Background: an optimization exercise with open tools, aiming at small area, a short achievable clock period and few clock cycles. Do not read the settings as production practice. In this exercise RTL edits were held to simulation tests only and were not proved equivalent to the original.

## arc_detector
module arc_detector (
    input  wire        clk,
    input  wire        rst,         
    input  wire [14:0] depth,       
    input  wire [14:0] alpha,       
    input  wire [14:0] floor_q,     
    input  wire [5:0]  confirm,     
    input  wire [15:0] holdoff,     
    input  wire [7:0]  limit,       
    input  wire [15:0] learn,       
    input  wire        latch_in,    
    input  wire        s_valid,
    input  wire [15:0] s_data,      
    input  wire        s_clr,       
    output wire        s_ready,
    output reg         r_valid,
    output reg         r_evt,       
    output reg         r_inh,       
    output reg         r_latch,     
    output reg  [31:0] r_arcs       
);
    localparam [10:0] POLL_LAST = 11'd1999;    
    reg               va, vb;
    reg  signed [15:0] xa;
    reg               x15;           
    reg               ca, clr;
    reg        [15:0] dq;            
    wire       [15:0] dq_next;
    wire              stall;
    assign s_ready = ~stall;
    always @(posedge clk) begin
        if (rst) begin
            va <= 1'b0;
            vb <= 1'b0;
        end else if (!stall) begin
            va <= s_valid;
            vb <= va;
        end
        if (!stall) begin
            xa  <= s_data;
            ca  <= s_clr;
            x15 <= xa[15];
            clr <= ca;
        end
        dq      <= stall ? {x15, {15{~x15}}} : dq_next;
    end
    wire xv = vb & ~stall;
    reg signed [30:0] b;
    reg        [15:0] c;
    reg               m_hold, m_learn;
    reg        [10:0] poll;
    wire signed [15:0] bq = b[30:15];
    wire [14:0] bq_u = b[29:15];
    wire above_floor = ~b[30] & (b[29:15] >= floor_q);
    wire ovf = (x15 ^ b[30]) & (dq[15] ^ x15);
    assign stall = vb & ovf;
    wire [15:0] s = dq;
    reg ba_one0, ba_two0;
    always @(posedge clk) begin
        ba_one0 <= alpha[0] ^ 1'b0;
        ba_two0 <= (alpha[1] & ~alpha[0] & ~1'b0) | (~alpha[1] & alpha[0] & 1'b0);
    end
    reg ba_neg0;
    always @(posedge clk) ba_neg0 <= alpha[1];
    reg ba_one1, ba_two1;
    always @(posedge clk) begin
        ba_one1 <= alpha[2] ^ alpha[1];
  ...
==> flow/config.mk <==
export PLATFORM = sky130hd
export DESIGN_NAME = arc_detector
export DESIGN_NICKNAME = arc_detector
export VERILOG_FILES = /design/flow/design.v
export SDC_FILE = /design/flow/constraint.sdc
export NUM_CORES = 4
export LEC_CHECK = 0
export CAP_MARGIN = 20
export CORE_MARGIN = 2
export CORE_UTILIZATION = 55
export SLEW_MARGIN = 20
==> flow/constraint.sdc <==
create_clock -name core_clock -period 14.0 [get_ports {clk}]
set_input_delay 2.8000 -clock core_clock [delete_from_list [all_inputs] [get_ports {clk}]]
set_output_delay 2.8000 -clock core_clock [all_outputs]
set_load 0.01 [all_outputs]
standard.sh (not shown) runs the stock make flow with config.mk's settings and CLKGATE_MAP_FILE= SYNTH_SCRIPT=/design/flow/synth_recipe.tcl, a recipe that flattens the netlist after the stock synthesis.
==> flow/flow/run.sh <==
#!/bin/bash
# The standard layout, with timing repair asked to leave setup slack so that
# the design runs well below the fixed clock period.
set -euo pipefail
bash standard.sh SETUP_SLACK_MARGIN=7 finish > standard.log 2>&1
The starting point produced a clean layout.
Testbench counts at the start, summed over its fixed seeds: cycles 192,024.
Rerun with:
--- a/flow/flow/run.sh
+++ b/flow/flow/run.sh
@@ -4,2 +4,2 @@
 set -euo pipefail
-bash standard.sh SETUP_SLACK_MARGIN=7 finish > standard.log 2>&1
+bash standard.sh SETUP_SLACK_MARGIN=8 finish > standard.log 2>&1
=> Maximum frequency rose by 15%. Worst hold slack gains 18 ps. Wire length rose by 2.3%. Critical path depth rose by 2. Cell area rose by about 3.8%. Flip-flop and latch count is unchanged. Synthesized area stays the same. First-iteration DRC count rose by about 12%. Synthesized cell count does not change.

* * *

Another version of the RTL of arc_detector (not shown whole).
For scale: roughly 2,700 cells after synthesis, roughly 180 flip-flops, roughly 23,000 µm² of cells after synthesis.
Settings: LEC_CHECK=0, CAP_MARGIN=20, CORE_MARGIN=2, CORE_UTILIZATION=55, SLEW_MARGIN=20; clock period 14.0 ns.
==> flow/flow/run.sh <==
#!/bin/bash
# The standard layout, with timing repair asked to leave setup slack so that
# the design runs well below the fixed clock period.
set -euo pipefail
bash standard.sh SETUP_SLACK_MARGIN=7 finish > standard.log 2>&1
Testbench counts at the start, summed over its fixed seeds: cycles 192,024.
==> next run, changes <==
--- a/flow/flow/run.sh
+++ b/flow/flow/run.sh
@@ -5 +5 @@
-bash standard.sh SETUP_SLACK_MARGIN=7 finish > standard.log 2>&1
+bash standard.sh SETUP_SLACK_MARGIN=8 finish > standard.log 2>&1
=> Wire length increases slightly; via count increases by a few percent; global-route usage is about the same; die area is unchanged; critical path depth is higher by 1; non-clock buffer count grows by 49.

-- separate check: timing with driven ports --
The results above use ideal ports. As a check the final layouts listed here were re-extracted and re-timed, cells and wires unchanged.
Step 1, drivers: a clkbuf_16 drives clk and a buf_2 each remaining input, both assumed.
Step 2 moves the port delays by t, midway between the first and last clock arrival at a register: inputs arrive t later, outputs are due t later. That takes back most of the time a late clock gives input paths.
Three values: ideal, step 1, step 2; two values: the first two.
| run | t (ns) | setup WS [ns] | hold WS [ns] | latest minus earliest clock arrival (ns) | worst slew at a driven data input, ns |
|---|---|---|---|---|---|
| the first run of note 1 | 0.554 | 7.245 / 7.245 / 7.245 | 0.426 / 0.426 / 0.426 | 0.015 / 0.015 | 0.09 |
| the second run of note 1 | 0.567 | 8.100 / 8.100 / 7.623 | 0.444 / 0.444 / 0.444 | 0.017 / 0.017 | 0.08 |
| the first run of note 2 | 0.546 | 7.318 / 7.318 / 7.318 | 0.453 / 0.453 / 0.453 | 0.019 / 0.019 | 0.07 |
| the second run of note 2 | 0.541 | 8.138 / 8.138 / 7.911 | 0.426 / 0.426 / 0.426 | 0.014 / 0.014 | 0.07 |
After both steps every run listed still meets setup and hold. For the second run of note 1, which loses most, drivers alone change the setup slack by 0.000 ns; drivers and shift together by -0.477 ns.
